This design comes from an exercise in tuning for small area, a short achievable clock period and few clock cycles per item on the open sky130 flow, not from production work. Function was checked by simulation only, so behaviour that the tests miss may differ from the original.

[constraint.sdc]
create_clock -name core_clock -period 10.0 [get_ports {clk}]
set_input_delay 2.0000 -clock core_clock [delete_from_list [all_inputs] [get_ports {clk}]]
set_output_delay 2.0000 -clock core_clock [all_outputs]
set_load 0.01 [all_outputs]
[config.mk]
export PLATFORM = sky130hd
export DESIGN_NAME = aes_engine
export DESIGN_NICKNAME = aes_engine
export VERILOG_FILES = /design/flow/design.v
export SDC_FILE = /design/flow/constraint.sdc
export NUM_CORES = 4
export LEC_CHECK = 0
export CAP_MARGIN = 20
export CORE_MARGIN = 2
export CORE_UTILIZATION = 35
export PLACE_DENSITY = 0.5
export SLEW_MARGIN = 20
[design.v]
module aes_sbox (
  input  wire [7:0] a,
  output wire [7:0] y
);
  wire U0=a[7],U1=a[6],U2=a[5],U3=a[4],U4=a[3],U5=a[2],U6=a[1],U7=a[0];
  wire T1=U0^U3, T2=U0^U5, T3=U0^U6, T4=U3^U5, T5=U4^U6, T6=T1^T5, T7=U1^U2;
  wire T8=U7^T6, T9=U7^T7, T10=T6^T7, T11=U1^U5, T12=U2^U5, T13=T3^T4;
  wire T14=T6^T11, T15=T5^T11, T16=T5^T12, T17=T9^T16, T18=U3^U7, T19=T7^T18;
  wire T20=T1^T19, T21=U6^U7, T22=T7^T21, T23=T2^T22, T24=T2^T10, T25=T20^T17;
  wire T26=T3^T16, T27=T1^T12;
  wire M1=T13&T6, M2=T23&T8, M3=T14^M1, M4=T19&U7, M5=M4^M1, M6=T3&T16;
  wire M7=T22&T9, M8=T26^M6, M9=T20&T17, M10=M9^M6, M11=T1&T15, M12=T4&T27;
  wire M13=M12^M11, M14=T2&T10, M15=M14^M11, M16=M3^M2, M17=M5^T24, M18=M8^M7;
  wire M19=M10^M15, M20=M16^M13, M21=M17^M15, M22=M18^M13, M23=M19^T25;
  wire M24=M22^M23, M25=M22&M20, M26=M21^M25, M27=M20^M21, M28=M23^M25;
  wire M29=M28&M27, M30=M26&M24, M31=M20&M23, M32=M27&M31, M33=M27^M25;
  wire M34=M21&M22, M35=M24&M34, M36=M24^M25, M37=M21^M29, M38=M32^M33;
  wire M39=M23^M30, M40=M35^M36, M41=M38^M40, M42=M37^M39, M43=M37^M38;
  wire M44=M39^M40, M45=M42^M41;
  wire M46=M44&T6, M47=M40&T8, M48=M39&U7, M49=M43&T16, M50=M38&T9, M51=M37&T17;
  wire M52=M42&T15, M53=M45&T27, M54=M41&T10, M55=M44&T13, M56=M40&T23, M57=M39&T19;
  wire M58=M43&T3, M59=M38&T22, M60=M37&T20, M61=M42&T1, M62=M45&T4, M63=M41&T2;
  wire L0=M61^M62, L1=M50^M56, L2=M46^M48, L3=M47^M55, L4=M54^M58, L5=M49^M61;
  wire L6=M62^L5, L7=M46^L3, L8=M51^M59, L9=M52^M53, L10=M53^L4, L11=M60^L2;
  wire L12=M48^M51, L13=M50^L0, L14=M52^M61, L15=M55^L1, L16=M56^L0, L17=M57^L1;
  wire L18=M58^L8, L19=M63^L4, L20=L0^L1, L21=L1^L7, L22=L3^L12, L23=L18^L2;
  wire L24=L15^L9, L25=L6^L10, L26=L7^L9, L27=L8^L10, L28=L11^L14, L29=L11^L17;
  assign y[7]=L6^L24;
  assign y[6]=~(L16^L26);
  assign y[5]=~(L19^L28);
  assign y[4]=L6^L21;
  assign y[3]=L20^L22;
  assign y[2]=L25^L29;
  assign y[1]=~(L13^L27);
  assign y[0]=~(L6^L23);
endmodule
module aes_key_expand (
  input  wire [255:0] w,        
  input  wire [1:0]   klen,     
  input  wire [1:0]   ph,       
  input  wire [7:0]   rcon,     
  output wire [255:0] nw,       
  output wire         rc_used   
);
  wire [31:0] W0 = w[255:224], W1 = w[223:192], W2 = w[191:160], W3 = w[159:128];
  wire [31:0] W4 = w[127:96],  W5 = w[95:64],   W6 = w[63:32],    W7 = w[31:0];
  wire nk4 = (klen == 2'd0);
  wire nk6 = (klen == 2'd1);
  wire [31:0] sin = nk4 ? W3 :
                    nk6 ? ((ph == 2'd1) ? (W0 ^ W1 ^ W5) : W5) :
                    W7;
  wire        rot = nk4 || nk6 || (ph == 2'd0);
  assign rc_used = rot && !(nk6 && ph == 2'd2);
  wire [31:0] sub;
  aes_sbox u_s0 (.a(sin[31:24]), .y(sub[31:24]));
  aes_sbox u_s1 (.a(sin[23:16]), .y(sub[23:16]));
  aes_sbox u_s2 (.a(sin[15:8]),  .y(sub[15:8]));
  aes_sbox u_s3 (.a(sin[7:0]),   .y(sub[7:0]));
  wire [31:0] t0 = rot ? {sub[23:0], sub[31:24]} ^ {rcon, 24'h000000} : sub;
  wire [31:0] P0 = W0, P1 = W0 ^ W1, P2 = W0 ^ W1 ^ W2, P3 = W0 ^ W1 ^ W2 ^ W3;
  reg [31:0] N0, N1, N2, N3;
  always @(*) begin
    if (nk6 && ph == 2'd1) begin
      N0 = P0 ^ W5;  N1 = P1 ^ W5;
      N2 = W2 ^ t0;  N3 = W2 ^ W3 ^ t0;
    end else if (nk6 && ph == 2'd2) begin
      N0 = P0 ^ W5;  N1 = P1 ^ W5;  N2 = P2 ^ W5;  N3 = P3 ^ W5;
    end else begin
      N0 = P0 ^ t0;  N1 = P1 ^ t0;  N2 = P2 ^ t0;  N3 = P3 ^ t0;
    end
  end
  assign nw[255:224] = nk4 ? N0 : W4;
  assign nw[223:192] = nk4 ? N1 : W5;
  assign nw[191:160] = nk4 ? N2 : nk6 ? N0 : W6;
  assign nw[159:128] = nk4 ? N3 : nk6 ? N1 : W7;
  assign nw[127:96]  = nk6 ? N2 : N0;
  assign nw[95:64]   = nk6 ? N3 : N1;
  assign nw[63:32]   = N2;
  assign nw[31:0]    = N3;
endmodule
module aes_round (
  input  wire [127:0] st,
  input  wire [127:0] rk,
  input  wire         last,    
  output wire [127:0] y
);
  function [7:0] xt;           
    input [7:0] a;
    xt = {a[6:0], 1'b0} ^ (a[7] ? 8'h1b : 8'h00);
  endfunction
  function [31:0] mix;         
    input [31:0] c;
    reg [7:0] a0, a1, a2, a3;
    begin
      a0 = c[31:24]; a1 = c[23:16]; a2 = c[15:8]; a3 = c[7:0];
      mix[31:24] = xt(a0) ^ xt(a1) ^ a1 ^ a2 ^ a3;
      mix[23:16] = a0 ^ xt(a1) ^ xt(a2) ^ a2 ^ a3;
      mix[15:8]  = a0 ^ a1 ^ xt(a2) ^ xt(a3) ^ a3;
      mix[7:0]   = xt(a0) ^ a0 ^ a1 ^ a2 ^ xt(a3);
    end
  endfunction
  wire [127:0] sb;
  wire [127:0] sr;
  wire [127:0] mc;
  genvar n;
  generate
    for (n = 0; n < 16; n = n + 1) begin : g_byte
      aes_sbox u_sb (.a(st[127-8*n -: 8]), .y(sb[127-8*n -: 8]));
      assign sr[127-8*n -: 8] = sb[127-8*((n%4) + 4*(((n/4) + (n%4)) % 4)) -: 8];
    end
    for (n = 0; n < 4; n = n + 1) begin : g_col
      assign mc[127-32*n -: 32] = mix(sr[127-32*n -: 32]);
    end
  endgenerate
  assign y = (last ? sr : mc) ^ rk;
endmodule
module aes_engine (
  input  wire         clk,
  input  wire         rst,         
  input  wire         key_valid,
  output wire         key_ready,
  input  wire [1:0]   key_len,     
  input  wire [255:0] key,
  input  wire         blk_valid,
  output wire         blk_ready,
  input  wire [127:0] blk_in,
  output reg          out_valid,
  output wire [127:0] out_data
);
  reg [255:0] ckey;        
  reg [1:0]   ckey_len;
  reg         kready;
  reg         running;
  reg [1:0]   klen;        
  reg [3:0]   round;       
  reg [1:0]   ph;          
  reg [7:0]   rcon;
  reg [255:0] win;         
  reg [127:0] state;
  assign key_ready = kready;
  assign blk_ready = !running;
  wire key_go = key_valid && kready;
  wire blk_go = blk_valid && !running;
  wire [255:0] kx_w    = running ? win : ckey;
  wire [1:0]   kx_len  = running ? klen : ckey_len;
  wire [1:0]   kx_ph   = running ? ph : 2'd0;
  wire [7:0]   kx_rcon = running ? rcon : 8'h01;
  wire [255:0] kx_nw;
  wire         kx_rc;
  aes_key_expand u_ks (
    .w       (kx_w),
    .klen    (kx_len),
    .ph      (kx_ph),
    .rcon    (kx_rcon),
    .nw      (kx_nw),
    .rc_used (kx_rc)
  );
  wire last = (klen == 2'd0) ? (round == 4'd10) :
              (klen == 2'd1) ? (round == 4'd12) : (round == 4'd14);
  wire [127:0] round_out;
  aes_round u_round (
    .st   (state),
    .rk   (win[255:128]),
    .last (last),
    .y    (round_out)
  );
  wire [1:0] ph_next = (kx_len == 2'd1) ? ((kx_ph == 2'd2) ? 2'd0 : kx_ph + 2'd1) :
                                          {1'b0, ~kx_ph[0]};
  always @(posedge clk) begin
    if (rst) begin
      kready    <= 1'b0;
      running   <= 1'b0;
      out_valid <= 1'b0;
    end else begin
      kready    <= 1'b1;
      out_valid <= 1'b0;
      if (key_go) begin
        ckey     <= key;
        ckey_len <= key_len;
      end
      if (blk_go) begin
        state   <= blk_in ^ ckey[255:128];
        klen    <= ckey_len;
        round   <= 4'd1;
        running <= 1'b1;
      end else if (running) begin
        state <= round_out;
        round <= round + 4'd1;
        if (last) begin
          running   <= 1'b0;
          out_valid <= 1'b1;
        end
      end
      if (blk_go || running) begin
        win  <= kx_nw;
        ph   <= ph_next;
        rcon <= kx_rc ? ({kx_rcon[6:0], 1'b0} ^ (kx_rcon[7] ? 8'h1b : 8'h00)) : kx_rcon;
      end
    end
  end
  assign out_data = state;
endmodule
[run.sh]
#!/bin/bash
# synth_recipe.tcl (not shown) runs the flow's synth.tcl, then flattens the netlist and writes it again
# the make line also repeats each setting of config.mk as NAME=value (left out here)
make -C /OpenROAD-flow-scripts/flow DESIGN_CONFIG=/design/flow/config.mk WORK_HOME=/design/flow/orfs CLKGATE_MAP_FILE= SYNTH_SCRIPT=/design/flow/synth_recipe.tcl finish
==> run summary <==
-- critical path: cells and delay by family, from the launching register on --
kind | cells | cell delay, ps
compound gates | 6 | 2100
xor+xnor | 9 | 2900
flops | 1 | 480
buf+inv | 5 | 1370
simple gates | 3 | 1140
mux | 2 | 570
fa+ha+maj | 1 | 300
-- through the flow --
| step | hold WS, ps | area, sq um |
|---|---|---|
| after global routing | 623.5 | 82600 |
| after floorplan | 489.1 | 71200 |
| after global placement | 567.0 | 79870 |
| after detailed placement | 575.7 | 79880 |
| final | 598.3 | 82610 |
| after CTS | 596.4 | 82570 |
-- sequential cells by signal (all words and copies together), names as in the netlist --
name,flops
ckey,256
ckey_len,2
klen,2
kready,1
out_valid,1
ph,2
rcon,8
round,4
running,1
state,128
win,256
-- area by class of cell --
class / instances / area (sq um) / share of cell area [%]
tap: 2672 / 3343 / 4.047
clock inverter: 57 / 541.8 / 0.6558
sequential: 661 / 19820 / 24.00
inverter: 139 / 521.8 / 0.6316
timing repair buffer: 785 / 7282 / 8.815
antenna: 3 / 7.507 / 0.009088
multi-input combinational: 6901 / 48940 / 59.24
clock buffer: 97 / 2151 / 2.604
-- routing by layer --
| metal | vias to the layer above | global-route usage (%) |
|---|---|---|
| met5 | - | 0 |
| met4 | 2 | 18.76 |
| met3 | 541 | 4.431 |
| met2 | 3055 | 50.20 |
| met1 | 32390 | 40.54 |
| li1 | 29950 | - |
-- logic make-up after synthesis --
logic type / after synthesis / share of synthesized area [%]
and+or+nand+nor: 2120 / 13.26
DFF: 661 / 27.86
AOI/OAI and AO/OA: 2141 / 19.30
xor gates and xnor gates: 2249 / 30.15
adders and majority gates: 55 / 0.9288
muxes: 336 / 4.908
buffers and inverters: 625 / 3.587
-- synthesized netlist by cell type, types with 73 or more instances --
cell type  count
inv_1        134
mux2i_1      276
o211ai_1      73
a21oi_1      597
xnor2_1     1470
clkbuf_1     382
nor3_1       115
nand2_1      718
o22ai_1      124
xor2_1       642
xnor3_1       80
nor2_1       761
nand3_1      128
a211oi_1     101
edfxtp_1     658
a31oi_1       74
o21ai_0      540
-- placed cells by master (no fill, tap or decap), types with 36 or more instances in the layout --
| cell | count |
|---|---|
| and3_1 | 40 |
| or3_1 | 36 |
| edfxtp_1 | 658 |
| a211oi_1 | 101 |
| o21ai_0 | 539 |
| nor3_1 | 114 |
| a21o_1 | 39 |
| a21oi_1 | 597 |
| buf_4 | 258 |
| inv_1 | 134 |
| xnor2_1 | 1462 |
| ha_1 | 44 |
| clkbuf_16 | 84 |
| mux2_2 | 50 |
| nand2b_1 | 47 |
| a221oi_1 | 51 |
| and2_1 | 61 |
| nor2b_1 | 60 |
| o21a_1 | 48 |
| clkdlybuf4s50_1 | 520 |
| nor2_1 | 758 |
| a22oi_1 | 63 |
| xnor3_1 | 80 |
| nand3_1 | 128 |
| a31oi_1 | 74 |
| nand2_1 | 715 |
| o22ai_1 | 124 |
| mux2i_1 | 274 |
| o211ai_1 | 73 |
| xor2_1 | 638 |
| o221ai_1 | 44 |
-- path summary, 6_finish.rpt --
path	slack, ps	from	to	depth (start not counted)
max	800	running	win[147]	26
min	600	win[10]	win[138]	2
max reg2reg	800	running	win[147]	26
min reg2reg	600	win[10]	win[138]	2
==> run summary <==
- Run status: complete, no violations
- Antenna viol nets, final: 0
- Headroom to the max-slew limit: around a fifth
- Final clock skew: 35.00 ps
- TritonCTS clock tree: done
- Register bit total from synthesis: between 600 and 700
- Final WL: 338.7 mm
- Htree depth: 3
- Clock insertion delay at the later pin of the skew report: 740 ps
- Fill cells: 20110
- Ys flop type: edfxtp_1
- Post-synth EDFFs: 658
- Unrepaired setup endpoints after global routing: false
- Hold Buf Count CTS: 0
- Share of layout cells above drive strength 1: 7.269%
- DR WL met3: 23.39 mm
- Die Y-Extent: 454.8 microns
- Slew Viols, Final: 0
- DR pass1 iterations: 6
- Post-CTS sizing: 0
- Achievable frequency: 108.7 MHz
- Die width: 454.8 microns
- Root buffer cell: clkbuf_16
- GP Congestion: 1.003
- Port buffer count: 520
- Synthesis warning total: 3
- Largest net degree at the start of global routing: approximately 150
- Yosys top cell by area: edfxtp_1
- Register area share after synthesis: 27.86%
- Core Util, Final: 40.87%
- Maximum root-to-sink buffer count: 3
- Worst Path Arrival: roughly 9700 ps
- Synth async-reset ratio: 0%
- Post-synthesis net count: about 8600
- Initial antenna violation count: 7
- CP most frequent cell: xor2_1
- Largest fanout on the critical path: 43
- Max-cap violations: 0
- Hold crit path type: reg2reg
- Final Hold Viols: 0
- First DRT Iteration DRCs: 7845
- WL met1: 137.2 mm
- GRT Total Usage: 31.51%
- Setup WS pre-CTS: 446.3 ps
- First-pass GRT wire length: roughly 470 mm
- DR DRC count: 0
- Number of global-route vias before repair: 61680
- CTS clk-pin slew, worst paths: 60 ps
- CTS Sinks: between 600 and 700
- Post-layout nets: 9006
- Finish-stage setup viols: 0
- CTS buffer count: 84
- Postcts setup bufs: 0
- DIE AREA: 206800 sq um
- Final worst path period share: 91.97%
- CP startpoint kind: flip-flop
- Critical path class: reg2reg
- Post-Layout Cell Count: 11320
- Worst setup margin: 803.1 ps
- Crit-path slowest cell: xnor2_1
- Syn_area_per_cell: 8.688 sq um
- Post-synthesis cell count: 8187
- Row count: roughly 170
- Worst-Margin Slew: about 1200 ps
- Via count: 65950
- Synth Cell Area: 71130 sq um
- Slowest stage delay, CP: 670 ps
- I/O pin count: between 500 and 600
- Synth area leaders: edfxtp_1 28%, xnor2_1 18%, xor2_1 7.9%, a21oi_1 4.2%, nor2_1 4.0%
- Synth cell types: 129
- Grt ovf: 0
- TNS Setup: 0 ps
- Met2 WL: 154.4 mm
- Initial core utilization: between 30% and 40%
- Core outline area: between 200000 and 250000 sq um
- Dpl hpwl: 271.4 mm
- Vias per std cell: 5.828
- Area growth from synthesis to layout: 16.14%
- Crit path time final: between 9000 and 10000 ps
- Crit end category: flip-flop
- DR WL/cell: 29.93 microns
- Share of the synthesized area in the top cell type: between 20% and 30%
- Placed Cells: 11160
- Top routing layer in use: met5
- Worst path required time: 10480 ps
Testbench counts, summed over its fixed seeds: cycles 32,939, blocks 2,557.

separate check: timing with driven ports:
How much do the figures lean on ideal ports? The routed layout below was timed once more, with nothing changed but the port constraints.
Step 1 sets driving cells, clkbuf_16 on the clock port and buf_2 on the other inputs (assumed; they add their load-dependent delay and slew).
Step 2 also shifts input and output timing later by t, the mid clock arrival at the registers, as if the neighbouring blocks saw the same clock.
Three values: ideal ports, drivers, drivers and shift; two values: the first two.
t (ns): 0.811
setup WS [ns]: 0.803 / 0.803 / 0.803
worst setup path after step 2: register to register
After both steps this run still meets setup and hold. The setup slack of this run moves by 0.000 ns with the drivers and by 0.000 ns with both steps.
